This is an optimization exercise on Yosys and OpenROAD, whose aim is small area, a short achievable clock period and few clock cycles per item, not a production implementation. In this exercise RTL edits were held to simulation tests only and were not proved equivalent to the original.

==> flow/design.v, too long to show whole: its modules and the start of the top module <==
// module wte_correct: 2330 lines
// module wte_fa: 10 lines
// module wte_ha: 9 lines
module wte_correct (
    input  wire        clk,
    input  wire        rst,
    input  wire        cfg_we,
    input  wire [2:0]  cfg_addr,
    input  wire [31:0] cfg_wdata,
    input  wire        in_valid,
    output wire        in_ready,
    input  wire [1:0]  in_slot,
    input  wire [15:0] in_s,
    input  wire [15:0] in_dark,
    input  wire [15:0] in_gain,
    output wire        out_valid,
    input  wire        out_ready,
    output wire [15:0] out_y,
    output wire [15:0] out_v,
    output wire [15:0] neg_cnt,
    output wire [15:0] clip_cnt
);
  // ...
==> flow/flow/run.sh <==
#!/bin/bash
# Layout flow: the standard layout (standard.sh, unchanged synthesis,
# floorplan, placement, CTS, routing) with ORFS's repair_timing asked to
# leave a larger setup margin than the 13 ns clock needs, so that it sizes
# the critical paths of this pipeline. The clock period and constraints
# are the design's.
set -euo pipefail
export SETUP_SLACK_MARGIN=9
bash standard.sh > standard.log 2>&1
==> flow/standard.sh <==
#!/bin/bash
# synth_recipe.tcl (not shown) runs the flow's synth.tcl, then flattens the netlist and writes it again
# the make line also repeats each setting of config.mk as NAME=value (left out here)
make -C /OpenROAD-flow-scripts/flow DESIGN_CONFIG=/design/flow/config.mk WORK_HOME=/design/flow/orfs CLKGATE_MAP_FILE= SYNTH_SCRIPT=/design/flow/synth_recipe.tcl "${@:-finish}"
==> flow/config.mk <==
export PLATFORM = sky130hd
export DESIGN_NAME = wte_correct
export DESIGN_NICKNAME = wte_correct
export VERILOG_FILES = /design/flow/design.v
export SDC_FILE = /design/flow/constraint.sdc
export NUM_CORES = 4
export LEC_CHECK = 0
export CAP_MARGIN = 20
export CORE_MARGIN = 2
export CORE_UTILIZATION = 60
export CTS_CLUSTER_DIAMETER = 100
export CTS_CLUSTER_SIZE = 20
export PLACE_DENSITY = 0.7
export SLEW_MARGIN = 20
export SYNTH_HIERARCHICAL = 1
export SYNTH_MINIMUM_KEEP_SIZE = 0
==> flow/constraint.sdc <==
create_clock -name core_clock -period 13.0 [get_ports {clk}]
set_input_delay 2.6000 -clock core_clock [delete_from_list [all_inputs] [get_ports {clk}]]
set_output_delay 2.6000 -clock core_clock [all_outputs]
set_load 0.01 [all_outputs]
==> results.toml, run 1 <==
[finish]
multi_input_area_mm2 = 0.0236
finalNonFillerCells = 4468
clockNetworkAreaShare = 0.0221

[global_route]
grt_max_degree = 193

[detailed_routing]
drt-met1-wl_um = 39200
route.detailed.drc = 0
viasPerCell = 6.27
highest_layer = "met5"

[critical_path]
worstPathArrival_ns = 4.54
required_ns = 13.40
r2r_slack_ns = 8.86
cp-start-kind = "flip-flop"
r2r_cells = 17
slowest_delay_ns = 0.48

[placed_design]
port_buffers = 155
hpwl_um = 64900
gp_congestion = 0.907

[synthesis]
synth_common_cells = "444 x xnor2_1, 376 x nand2_1, 370 x a22oi_1"
synthXorXnorAreaFrac = 0.108
yosysTopAreaCell = "edfxtp_1"
synth_edf_count = 353
synth_cell_types = 62

[run_status]
status = "complete, no violations"

[floorplanning]
die_w_um = 260
rows = 93

[clocking]
hold_buffers = 0

[timing]
tightestPinTransition_ns = 1.13
Testbench counts, summed over its fixed seeds: cycles 16,048, items 16,000.
==> inputs of run 2 (changes only) <==
--- a/flow/design.v
+++ b/flow/design.v
@@ -876,24 +876,22 @@
     assign x_neg[6] = x[13];
     assign x_one[7] = x[14] ^ x[13];
     assign x_two[7] = x[15] ? (~x[14] & ~x[13]) : (x[14] & x[13]);
     assign x_neg[7] = x[15];
     assign x_one[8] = x[16] ^ x[15];
     assign x_two[8] = 1'b0 ? (~x[16] & ~x[15]) : (x[16] & x[15]);
     reg [8:0]  r2_one, r2_two;
     reg [7:0]  r2_negd;
-    reg        r2_neg;
     reg [31:0] r2_p;
     always @(posedge clk) begin
         if (advance) begin
             r2_one  <= x_one;
             r2_two  <= x_two;
             r2_negd <= x_neg;
-            r2_neg  <= r1_neg;
             r2_p    <= r1_ga + r1_gb + gk;
         end
     end
     wire [34:0] pa, pb, pk;
     wire [1:0]  pc;
     wire xp_pp1;
     wire xp_pp2;
     wire xp_pp3;
@@ -2222,34 +2220,31 @@
     wire [48:0] xp_rb = {xp_pp305, xp_hs543, xp_fs542, xp_fs541, xp_fs540, xp_fs539, xp_fs538, xp_fs537, xp_fs536, xp_fs535, xp_fs534, xp_fs533, xp_fs532, xp_fs531, xp_fs530, xp_fs529, xp_fs528, xp_fs527, xp_fs526, xp_fs525, xp_fs524, xp_fs523, xp_fs522, xp_fs521, xp_fs520, xp_fs519, xp_fs518, xp_fs517, xp_fs516, xp_fs515, xp_fs514, xp_fs513, xp_fs512, xp_fs511, xp_fs510, xp_fs509, xp_fs508, xp_fs507, xp_fs506, xp_fs505, xp_fs504, xp_fs503, xp_fs502, xp_fs501, xp_fs500, xp_hs499, xp_pp35, 1'b0, xp_pp1};
     wire [15:0] xp_lo = {2'b0, xp_ra[13:0]} + {2'b0, xp_rb[13:0]} + 16'd0;
     assign pc = xp_lo[15:14];
     assign pk = 35'd22906675200;
     assign pa = xp_ra[48:14];
     assign pb = xp_rb[48:14];
     reg [34:0] r3_a, r3_b;
     reg [1:0]  r3_c;
-    reg        r3_neg;
     always @(posedge clk) begin
         if (advance) begin
             r3_a   <= pa;
             r3_b   <= pb;
             r3_c   <= pc;
-            r3_neg <= r2_neg;
         end
     end
     wire [34:0] yf2  = r3_a + r3_b + {33'd0, r3_c} + pk;
     wire [20:0] yf   = yf2[34:14];
     reg [15:0] r4_y;
-    reg        r4_clip, r4_neg;
+    reg        r4_clip;
     always @(posedge clk) begin
         if (advance) begin
             r4_y    <= yf[15:0];
             r4_clip <= |yf[20:16];
-            r4_neg  <= r3_neg;
         end
     end
     reg  [15:0] k_y;
     reg         k_clip;
     wire [15:0] src_y    = kv ? k_y    : r4_y;
     wire        src_clip = kv ? k_clip : r4_clip;
     wire [15:0] y = src_clip ? 16'hFFFF : src_y;
     reg  [11:0] ra;
@@ -2311,20 +2306,20 @@
             k_clip <= r4_clip;
         end
     end
     reg [15:0] neg_count, clip_count;
     always @(posedge clk) begin
         if (rst || (cfg_we && cfg_addr == 3'd5)) begin
             neg_count  <= 16'd0;
             clip_count <= 16'd0;
-        end else if (inc) begin
-            if (r4_neg && neg_count != 16'hFFFF)
+        end else begin
+            if (v1 && advance && r1_neg && neg_count != 16'hFFFF)
                 neg_count <= neg_count + 16'd1;
-            if (r4_clip && clip_count != 16'hFFFF)
+            if (inc && r4_clip && clip_count != 16'hFFFF)
                 clip_count <= clip_count + 16'd1;
         end
     end
     assign out_y    = o_y;
     assign out_v    = o_v;
     assign neg_cnt  = neg_count;
     assign clip_cnt = clip_count;
 endmodule
==> flow/config.mk (replaced) <==
export PLATFORM = sky130hd
export DESIGN_NAME = wte_correct
export DESIGN_NICKNAME = wte_correct
export VERILOG_FILES = /design/flow/design.v
export SDC_FILE = /design/flow/constraint.sdc
export NUM_CORES = 4
export LEC_CHECK = 0
export CAP_MARGIN = 20
export CORE_MARGIN = 2
export CORE_UTILIZATION = 60
export CTS_CLUSTER_DIAMETER = 120
export CTS_CLUSTER_SIZE = 25
export PLACE_DENSITY = 0.7
export SLEW_MARGIN = 20
export SYNTH_HIERARCHICAL = 1
export SYNTH_MINIMUM_KEEP_SIZE = 0
==> run 2 against run 1 <==
  * Area after synthesis decreased by 0.10%
  * Setup slack improved by 0.19 ns
  * Synthesized cell count about the same
  * Via count decreased by 0.92%
  * Sequential cell count decreased by 3
  * Cell count decreased by 0.67%
  * Sequential share of layout area increased by 0.27 points
  * Die area decreased by 0.10%
  * Highest routed layer is now met4
==> results.toml, run 2 <==
[critical_path]
critical_path.top_delay_family = "flip-flops"
worstPathMaxFanout = 4
r2r_start = "r2_p[8]$_DFFE_PN_"
r2r_slack_ns = 9.10
critPathSlowestCell = "dfxtp_1"
path_depth = 1
path_cells = "dlygate4sd2_1"
required_ns = 10.40
cp-start-kind = "flip-flop"
critical_path_class = "reg -> out"
slowest_delay_ns = 0.41
path_buf_inv = 1
worstPathArrival_ns = 1.34
r2r-end = "r3_c$_DFFE_PN_"
r2r_cells = 9
cp-endpoint = "clip_cnt[0]"
crit_start = "clip_count[0]$_SDFFE_PP0P_"
crit_path_end_kind = "output pin"

[floorplanning]
rows = 93
coreArea_mm2 = 0.0647
io_pins = 156
die_h_um = 260
die_w_um = 260
die-area_mm2 = 0.0677
start_util = 0.608

[clocking]
clock_sinks = 524
cts_tree = "yes"
ctsHtreeMaxLevel = 1
clk_path_buf_depth = 3
cts_root_buf = "clkbuf_16"
clk-insertion-delay-late_ns = 0.62
cts_buffers = 25
hold_buffers = 0
clkSlewWorstSetupHoldPaths_ns = 0.10

[finish]
nets = 4223
diodes = 0
mostFrequentLayoutCells = "445 x xnor2_1, 371 x a22oi_1, 370 x nand2_1"
final_cell_area_mm2 = 0.0423
area_growth_pct = 7.35
reg_top3 = "r3_a x35, r3_b x35"
fillers = 5100
finalNonFillerCells = 4438
drive_above_1_share = 0.0617
final_common_cell = "xnor2_1"

[placed_design]
dp_slack_ns = 8.37
hpwl_um = 64600
place_area_mm2 = 0.0412
place_inst = 4355
port_buffers = 155
gp_congestion = 0.904

[synthesis]
synth_common_cells = "445 x xnor2_1, 372 x nand2_1, 371 x a22oi_1"
synth-seq-cells = 524
synthFlopType = "edfxtp_1"
yosysTopAreaCellShare = 0.267
synth_area_mm2 = 0.0394
async_reset_ff_frac = 0
synth.avg_cell_area_um2 = 10.9
synth_edf_count = 350
synth-seq-area-share = 0.356
yosysTopAreaCell = "edfxtp_1"
ys_top_cells_by_area = "edfxtp_1 27%, fa_1 17%, xnor2_1 9.9%"
yosysWarnings = 7
synth_cell_types = 62
yosys.cell_count.top_type = "xnor2_1"
netlist_instances = 3612
syn_nets = 4271

[detailed_routing]
viasPerCell = 6.25
dr.pass1.iters = 6
drt_iter0_drc = 2654
wl_per_cell_um = 21.5
route.detailed.drc = 0
vias = 27751
drtAntennaViolNets = 0
wirelength_um = 95600

[timing]
fmaxAchievable_mhz = 254
rsz0062_at_grt = "true"
finalSetupViolations = 0
hold-worst-slack_ns = 0.458
fin_crit_ns = 3.94
tightestPinTransition_ns = 1.18
skew_ns = 0.0217
setup_ws_ns = 9.06
slew_headroom = 0.212
finalHoldViolations = 0
report.final.slew_viol_count = 0
fin_crit_sh = 0.303
fin_tns_setup_ns = 0

[global_route]
antenna_found_initial = 0
grt_pass1_wl_um = 154000
first_global_vias = 28621
grt_max_degree = 170
overflow = 0
grtUsageMet2 = 0.485
use_met1 = 0.378
grt_util_met3 = 0.0339
grtUsageTotal = 0.284
top_usage_layer = "met2"

[run_status]
status = "complete, no violations"

[run]
drv_cap = 0

[min_path]
hold_path.class = "reg -> reg"
holdPathStages = 2
-- run 2: layout make-up --
| class | instances | area [um^2] | share of cell area |
|---|---|---|---|
| tap | 855 | 1070 | 0.0253 |
| inverter | 209 | 788 | 0.0187 |
| clock inverter | 4 | 51.3 | 0.00121 |
| clock buffer | 42 | 699 | 0.0166 |
| sequential | 524 | 14000 | 0.332 |
| multi-input combinational | 2569 | 23500 | 0.556 |
| timing repair buffer | 235 | 2120 | 0.0501 |
-- run 2: worst min-delay path by stage --
stage,from,to,slack (ns)
finish,doff0[7]$_SDFFE_PP0P_,doff0[7]$_SDFFE_PP0P_,0.46
global route,doff2[9]$_SDFFE_PP0P_,doff2[9]$_SDFFE_PP0P_,0.48
CTS,dg3[2]$_SDFFE_PP0P_,dg3[2]$_SDFFE_PP0P_,0.46
detailed placement,r4_y[12]$_DFFE_PN_,k_y[12]$_DFFE_PP_,0.44
global placement,doff3[5]$_SDFFE_PP0P_,doff3[5]$_SDFFE_PP0P_,0.44
floorplan,r0_gneg[0]$_DFFE_PN_,r1_ga[0]$_DFFE_PN_,0.42
-- run 2: modules after synthesis (local to each module, per instance) --
module / flip-flops and latches / cells inside
wte_ha: 0 / 1
wte_correct: 524 / 3248
wte_fa: 0 / 1
-- run 2: cells by family after synthesis --
group	synth area share
AOI/OAI and AO/OA	0.136
muxes	0.0293
buffers and inverters	0.0496
xor gates and xnor gates	0.109
and+or+nand+nor	0.0753
adders and majority gates	0.245
DFF	0.356
-- run 2: per-stage QoR --
stage           util
2_1_floorplan      -
3_3_place_gp   0.637
3_5_place_dp   0.637
4_1_cts        0.648
5_1_grt        0.653
6_report       0.653
-- run 2: routing by layer --
metal  part of all wire  vias to the layer above
met5                  0                        -
met4              0.027                        0
met3              0.071                      199
met2               0.49                     1232
met1               0.41                    13879
li1                   -                    12441
-- run 2: repair_timing --
item,CTS,global route
pin swaps,0,5
setup buffers,3,33
gates resized for setup,85,11
endpoints found under the setup margin,69,9
Testbench counts of run 2, summed over its fixed seeds: cycles 16,048, items 16,000.

-- afterwards: timing with drivers on the ports --
The results above use ideal ports. As a check the final layouts listed here were re-extracted and re-timed, cells and wires unchanged.
Step 1, drivers: a clkbuf_16 drives clk and a buf_2 each remaining input, both assumed.
Step 2 moves the port delays by t, midway between the first and last clock arrival at a register: inputs arrive t later, outputs are due t later. That takes back most of the time a late clock gives input paths.
Slacks: ideal ports / drivers / drivers and shift; pairs: ideal ports / drivers.
run | t (ns) | setup WS [ns] | clock arrival spread, ns | worst slew at a driven data input, ns
run 1 | 0.702 | 8.865 / 8.865 / 8.581 | 0.021 / 0.021 | 0.06
run 2 | 0.667 | 9.056 / 8.995 / 8.506 | 0.025 / 0.024 | 0.07
After both steps every run listed still meets setup and hold. For run 2, which loses most, drivers alone change the setup slack by -0.061 ns; drivers and shift together by -0.550 ns.
